This design comes from an exercise in tuning for small area and a short achievable clock period on the open sky130 flow, not from production work.
RTL that was checked went through simulation tests only; none was proved equivalent to the original.

## mole_lane_rx
module mole_lane_rx (
    input  wire        clk,
    input  wire        rst,
    input  wire        in_valid,
    input  wire [1:0]  in_hdr,
    input  wire [63:0] in_data,
    output reg         out_valid,
    output reg  [1:0]  out_hdr,
    output reg  [63:0] out_data,
    output reg         sig_valid,
    output wire [7:0]  sig_code,
    output wire [39:0] sig_arg,
    output reg         frm_valid,
    output reg         frm_good,
    output reg  [1:0]  frm_class,
    output reg  [15:0] frm_seq,
    output reg  [6:0]  frm_dest,
    output reg  [6:0]  frm_words,
    output reg         aln_valid,
    output reg  [3:0]  aln_lane,
    output reg  [1:0]  aln_port,
    output reg  [15:0] aln_seq,
    output reg  [4:0]  aln_bip_errs,
    output reg  [15:0] cnt_block_err,
    output reg  [15:0] cnt_signal_bad,
    output reg  [15:0] cnt_crc_err,
    output reg  [15:0] cnt_bip_err,
    output reg         frozen,
    output reg         lane_drop
);
export LEC_CHECK = 0
export CAP_MARGIN = 20
export CORE_MARGIN = 2
export CORE_UTILIZATION = 60
export CTS_CLUSTER_DIAMETER = 140
export CTS_CLUSTER_SIZE = 27
export PLACE_DENSITY = 0.85
export SLEW_MARGIN = 20
create_clock -name core_clock -period 9.0 [get_ports {clk}]
standard.sh (not shown) runs the stock make flow with config.mk's settings and CLKGATE_MAP_FILE= SYNTH_SCRIPT=/design/flow/synth_recipe.tcl, a recipe that flattens the netlist after the stock synthesis.
==> flow/flow/run.sh <==
#!/bin/bash
# Standard layout, with fast port buffers and a tighter setup target for
# timing repair. Each tool's output goes to the ORFS logs under orfs/logs;
# make's own output goes to flow_make.log.
set -euo pipefail
bash standard.sh "BUFFER_PORTS_ARGS=-buffer_cell sky130_fd_sc_hd__buf_2" SETUP_SLACK_MARGIN=5.8 finish > flow_make.log 2>&1
==> next run, changes <==
--- a/flow/design.v
+++ b/flow/design.v
@@ -80,15 +80,14 @@
     reg  [6:0]  fcount;       
     reg  [47:0] last_msg;     
     reg  [2:0]  sig_dist;     
     reg         s2_sig_bad;   
     reg  [4:0]  bip_h1, bip_h2, bip_h3;
     reg  [11:0] win_blocks;
     reg  [11:0] win_idles;
-    reg         s1_wend;      
     assign sig_code = last_msg[7:0];
     assign sig_arg  = last_msg[47:8];
     reg         s1_align;
     wire [63:0] p1 = out_data;
     wire fend_close = s1_fend && in_frame;
     wire in_frame_nx = s1_fsta ? 1'b1 : (s1_fend ? 1'b0 : in_frame);
     wire [7:0]  sig_syn;
@@ -111,15 +110,14 @@
         s1_bgrp[0]   <= bip_grp[0];
         s1_bgrp[1]   <= bip_grp[1];
         s1_bgrp[2]   <= bip_grp[2];
         s1_bgrp[3]   <= bip_grp[3];
         aln_lane     <= out_data[11:8];
         aln_port     <= out_data[13:12];
         aln_seq      <= out_data[31:16];
-        frm_good <= fend_close && fend_good;
         if (s1_fsta) begin
             frm_class <= p1[9:8];
             frm_seq   <= p1[31:16];
             frm_words <= p1[38:32];
             frm_dest  <= p1[46:40];
         end
         if (in_valid && c_fsta)
@@ -142,14 +140,15 @@
             s1_idle       <= 1'b0;
             s1_sig        <= 1'b0;
             s1_fsta       <= 1'b0;
             s1_fend       <= 1'b0;
             s1_err        <= 1'b0;
             sig_valid     <= 1'b0;
             frm_valid     <= 1'b0;
+            frm_good      <= 1'b0;
             cnt_block_err <= 16'b0;
             cnt_signal_bad<= 16'b0;
             cnt_crc_err   <= 16'b0;
             cnt_bip_err   <= 16'b0;
             frozen        <= 1'b0;
             lane_drop     <= 1'b0;
             aln_bip_errs  <= 5'b0;
@@ -157,36 +156,34 @@
             s2_sig_bad    <= 1'b0;
             in_frame      <= 1'b0;
             bip_h1        <= 5'b0;
             bip_h2        <= 5'b0;
             bip_h3        <= 5'b0;
             win_blocks    <= 12'b0;
             win_idles     <= 12'b0;
-            s1_wend       <= 1'b0;
         end else begin
             out_valid <= in_valid;
             s1_align  <= in_valid && is_align;
             aln_valid <= s1_align;
             s1_data   <= in_valid && is_data;
             s1_idle   <= in_valid && c_idle;
             s1_sig    <= in_valid && c_sig;
             s1_fsta   <= in_valid && c_fsta;
             s1_fend   <= in_valid && c_fend;
             s1_err    <= in_valid && blk_err;
-            s1_wend   <= in_valid && (win_blocks == 12'd4095);
             if (in_valid) begin
-                win_blocks <= win_blocks + 12'd1;
                 if (!is_raw)
                     hist <= in_data[63:6];
                 if (is_align)
                     bip <= 16'b0;
                 else
                     bip <= bip ^ bip_blk;
             end
             frm_valid <= (in_valid && c_fsta && in_frame_nx) || fend_close;
+            frm_good  <= fend_close && fend_good;
             in_frame <= in_frame_nx;
             if (frm_valid && !frm_good)
                 cnt_crc_err <= cnt_crc_err + 16'd1;
             if (s1_err)
                 cnt_block_err <= cnt_block_err + 16'd1;
             sig_valid <= sig_take;
             if (sig_take)
@@ -201,22 +198,26 @@
             if (bip_sum4 >= 7'd16)
                 lane_drop <= 1'b1;
             if (aln_valid) begin
                 bip_h3 <= bip_h2;
                 bip_h2 <= bip_h1;
                 bip_h1 <= aln_bip_errs;
             end
-            if (s1_wend) begin
-                if (idles_now > 13'd3686)
-                    frozen <= 1'b1;
-                else if (idles_now <= 13'd2048)
-                    frozen <= 1'b0;
-                win_idles <= 12'd0;
-            end else begin
-                win_idles <= idles_now[11:0];
+            if (s1_valid) begin
+                if (win_blocks == 12'd4095) begin
+                    if (idles_now > 13'd3686)
+                        frozen <= 1'b1;
+                    else if (idles_now <= 13'd2048)
+                        frozen <= 1'b0;
+                    win_blocks <= 12'd0;
+                    win_idles  <= 12'd0;
+                end else begin
+                    win_blocks <= win_blocks + 12'd1;
+                    win_idles  <= idles_now[11:0];
+                end
             end
         end
     end
 endmodule
 module mole_lane_rx_crc32 (
     input  wire [31:0] crc_in,
     input  wire [63:0] p1,
Result: The new run finished with timing, DRC and antenna clean; count of clock-buffer cells in the layout drops by 3; synthesized area does not change; setup slack is about the same; worst hold slack is better by 0.0067 ns; cell area rose by 1.7%; die area stays the same; fmax is about the same; non-clock buffer count grows by 18; final cell count goes down by 0.62%; utilization increases by 1.1 points; flip-flop and latch count shrinks by 1.

---

RTL: one of the versions met above, not the one the previous note started from.
Size: about 2300 cells after synthesis, about 310 I/O pins, ~23000 um^2 of cells after synthesis.
==> flow/config.mk <==
export PLATFORM = sky130hd
export DESIGN_NAME = mole_lane_rx
export DESIGN_NICKNAME = mole_lane_rx
export VERILOG_FILES = /design/flow/design.v
export SDC_FILE = /design/flow/constraint.sdc
export NUM_CORES = 4
export LEC_CHECK = 0
export CAP_MARGIN = 20
export CORE_MARGIN = 2
export CORE_UTILIZATION = 60
export CTS_CLUSTER_DIAMETER = 140
export CTS_CLUSTER_SIZE = 27
export SLEW_MARGIN = 20
==> flow/constraint.sdc <==
create_clock -name core_clock -period 9.0 [get_ports {clk}]
set_input_delay 1.8000 -clock core_clock [delete_from_list [all_inputs] [get_ports {clk}]]
set_output_delay 1.8000 -clock core_clock [all_outputs]
set_load 0.01 [all_outputs]
Scripts as last shown in full above: flow/flow/run.sh
Rerun with:
--- a/flow/design.v
+++ b/flow/design.v
@@ -93,13 +93,13 @@
     wire [7:0]  sig_syn;
     mole_lane_rx_crc8 u_crc8 (.p1(p1), .sig_syn(sig_syn));
     wire        sig_crc_ok = (sig_syn == 8'd0);
     wire        sig_dup    = (sig_dist <= 3'd4) && (p1[55:8] == last_msg);
     wire        sig_good   = s1_sig && sig_crc_ok;
     wire        sig_take   = sig_good && !sig_dup;
-    wire [31:0] crc_in    = fcrc;
+    wire [31:0] crc_in    = s1_fsta ? FSTA_SEED : fcrc;
     wire [31:0] crc_next;
     mole_lane_rx_crc32 u_crc32 (.crc_in(crc_in), .p1(p1), .crc_next(crc_next));
     wire        fend_good = (~fcrc == p1[39:8]) && (fcount == frm_words) &&
                             (frm_words != 7'd0) && (frm_words <= 7'd64);
     wire [6:0]  bip_sum4 = aln_bip_errs + bip_h1 + bip_h2 + bip_h3;
     wire [12:0] idles_now = win_idles + {11'b0, s1_idle};
@@ -108,24 +108,23 @@
         out_hdr      <= in_hdr;
         out_data     <= payload;
         s1_bgrp[0]   <= bip_grp[0];
         s1_bgrp[1]   <= bip_grp[1];
         s1_bgrp[2]   <= bip_grp[2];
         s1_bgrp[3]   <= bip_grp[3];
+        aln_bip_errs <= bip_pop;
         aln_lane     <= out_data[11:8];
         aln_port     <= out_data[13:12];
         aln_seq      <= out_data[31:16];
         if (s1_fsta) begin
             frm_class <= p1[9:8];
             frm_seq   <= p1[31:16];
             frm_words <= p1[38:32];
             frm_dest  <= p1[46:40];
         end
-        if (in_valid && c_fsta)
-            fcrc <= FSTA_SEED;
-        else if (s1_fsta || s1_data)
+        if (s1_fsta || s1_data)
             fcrc <= crc_next;
         if (s1_fsta)
             fcount <= 7'd0;
         else if (s1_data && !(fcount[6] && fcount[0]))
             fcount <= fcount + 7'd1;
         if (sig_good)
@@ -148,13 +147,12 @@
             cnt_block_err <= 16'b0;
             cnt_signal_bad<= 16'b0;
             cnt_crc_err   <= 16'b0;
             cnt_bip_err   <= 16'b0;
             frozen        <= 1'b0;
             lane_drop     <= 1'b0;
-            aln_bip_errs  <= 5'b0;
             sig_dist      <= 3'd7;
             s2_sig_bad    <= 1'b0;
             in_frame      <= 1'b0;
             bip_h1        <= 5'b0;
             bip_h2        <= 5'b0;
             bip_h3        <= 5'b0;
@@ -190,17 +188,16 @@
                 sig_dist <= 3'd1;
             else if (s1_valid && sig_dist != 3'd7)
                 sig_dist <= sig_dist + 3'd1;
             s2_sig_bad <= s1_sig && !sig_crc_ok;
             if (s2_sig_bad)
                 cnt_signal_bad <= cnt_signal_bad + 16'd1;
-            aln_bip_errs <= s1_align ? bip_pop : 5'd0;
-            cnt_bip_err  <= cnt_bip_err + {11'b0, aln_bip_errs};
-            if (bip_sum4 >= 7'd16)
-                lane_drop <= 1'b1;
             if (aln_valid) begin
+                cnt_bip_err <= cnt_bip_err + {11'b0, aln_bip_errs};
+                if (bip_sum4 >= 7'd16)
+                    lane_drop <= 1'b1;
                 bip_h3 <= bip_h2;
                 bip_h2 <= bip_h1;
                 bip_h1 <= aln_bip_errs;
             end
             if (s1_valid) begin
                 if (win_blocks == 12'd4095) begin
What happened:
- setup slack improves by 0.043 ns
- non-clock buffer count went down by 24
- design area stays flat
- global-route usage went down by 1.7 points
- clock skew went down by 0.0068 ns
- count of clock-buffer cells in the layout went up by 4
- sequential cell count stays the same
- critical path depth went up by 6
- maximum frequency went up by 1.4%
- die area went up by 1.6%
- sequential share of layout area went up by 1.3 points

---

Setup of main:
mole_lane_rx, a different RTL version from the one above (not shown whole).
For scale: ~2,300 cells after synthesis, about 310 I/O pins, about 0.024 mm² of cells after synthesis.
clock: 9.0 ns
lec_check: 0
cap_margin: 20
core_margin: 2
core_utilization: 60
cts_cluster_diameter: 140
cts_cluster_size: 27
slew_margin: 20
Scripts as last shown in full above: flow/flow/run.sh
Input-level comparison between the feature branch and main:
--- a/flow/design.v
+++ b/flow/design.v
@@ -79,50 +79,51 @@
     reg  [31:0] fcrc;
     reg  [6:0]  fcount;       
     reg  [47:0] last_msg;     
     reg  [2:0]  sig_dist;     
     reg         s2_sig_bad;   
     reg  [4:0]  bip_h1, bip_h2, bip_h3;
     reg  [11:0] win_blocks;
     reg  [11:0] win_idles;
     assign sig_code = last_msg[7:0];
     assign sig_arg  = last_msg[47:8];
     reg         s1_align;
-    wire [63:0] p1 = out_data;
+    reg  [63:0] p1;
     wire fend_close = s1_fend && in_frame;
     wire in_frame_nx = s1_fsta ? 1'b1 : (s1_fend ? 1'b0 : in_frame);
     wire [7:0]  sig_syn;
     mole_lane_rx_crc8 u_crc8 (.p1(p1), .sig_syn(sig_syn));
     wire        sig_crc_ok = (sig_syn == 8'd0);
     wire        sig_dup    = (sig_dist <= 3'd4) && (p1[55:8] == last_msg);
     wire        sig_good   = s1_sig && sig_crc_ok;
     wire        sig_take   = sig_good && !sig_dup;
     wire [31:0] crc_in    = fcrc;
     wire [31:0] crc_next;
     mole_lane_rx_crc32 u_crc32 (.crc_in(crc_in), .p1(p1), .crc_next(crc_next));
     wire        fend_good = (~fcrc == p1[39:8]) && (fcount == frm_words) &&
                             (frm_words != 7'd0) && (frm_words <= 7'd64);
     wire [6:0]  bip_sum4 = aln_bip_errs + bip_h1 + bip_h2 + bip_h3;
     wire [12:0] idles_now = win_idles + {11'b0, s1_idle};
     wire        s1_valid = out_valid;
     always @(posedge clk) begin
         out_hdr      <= in_hdr;
         out_data     <= payload;
+        p1           <= payload;
         s1_bgrp[0]   <= bip_grp[0];
         s1_bgrp[1]   <= bip_grp[1];
         s1_bgrp[2]   <= bip_grp[2];
         s1_bgrp[3]   <= bip_grp[3];
         aln_bip_errs <= bip_pop;
-        aln_lane     <= out_data[11:8];
-        aln_port     <= out_data[13:12];
-        aln_seq      <= out_data[31:16];
+        aln_lane     <= p1[11:8];
+        aln_port     <= p1[13:12];
+        aln_seq      <= p1[31:16];
         if (s1_fsta) begin
             frm_class <= p1[9:8];
             frm_seq   <= p1[31:16];
             frm_words <= p1[38:32];
             frm_dest  <= p1[46:40];
         end
         if (in_valid && c_fsta)
             fcrc <= FSTA_SEED;
         else if (s1_fsta || s1_data)
             fcrc <= crc_next;
         if (s1_fsta)
==> run summary <==
Largest net degree at the start of global routing of the feature branch falls short of that of main by a few percent. The feature branch ended up with out_data[34] as its endpoint of the worst setup timing path; main ended up with out_data[54]. Compare main and the feature branch | slew at the pin with the worst max-slew slack higher: the feature branch. The feature branch against main: non-clock buffer count saw little to no change, multi-input gate share of total cell area saw an increase. The tapcell count of main and that of the feature branch are within noise of each other. Per the comparison of the feature branch with main, design area fell by 0.37%, layout buffering overhead excluding clock cells barely changed, detailed placement HPWL fell by 0.41%.
No functional check of the RTL was part of the feature branch.

==> port drivers added, routing unchanged <==
The results above use ideal ports. As a check the final layouts listed here were re-extracted and re-timed, cells and wires unchanged.
Step 1: set_driving_cell puts a clkbuf_16 on clk and a buf_2 on each other input, an assumption about the parent block.
Step 2 moves the port delays by t, midway between the first and last clock arrival at a register: inputs arrive t later, outputs are due t later. That takes back most of the time a late clock gives input paths.
Slacks: ideal / step 1 / step 2; pairs: ideal / step 1.
run	shift t [ns]	slack for setup (ns)	pins driven straight from the clock port
the first run of note 1	0.587	5.801 / 5.745 / 5.270	1
the second run of note 1	0.615	5.803 / 5.745 / 5.338	1
the first run of note 2	0.601	5.773 / 5.715 / 5.254	1
the second run of note 2	0.601	5.817 / 5.758 / 5.250	1
main	0.618	5.794 / 5.737 / 5.215	1
the feature branch	0.603	5.793 / 5.734 / 5.290	1
After both steps every run listed still meets setup and hold. The setup slack of main, which loses most, moves by -0.057 ns with the drivers and by -0.579 ns with both steps.
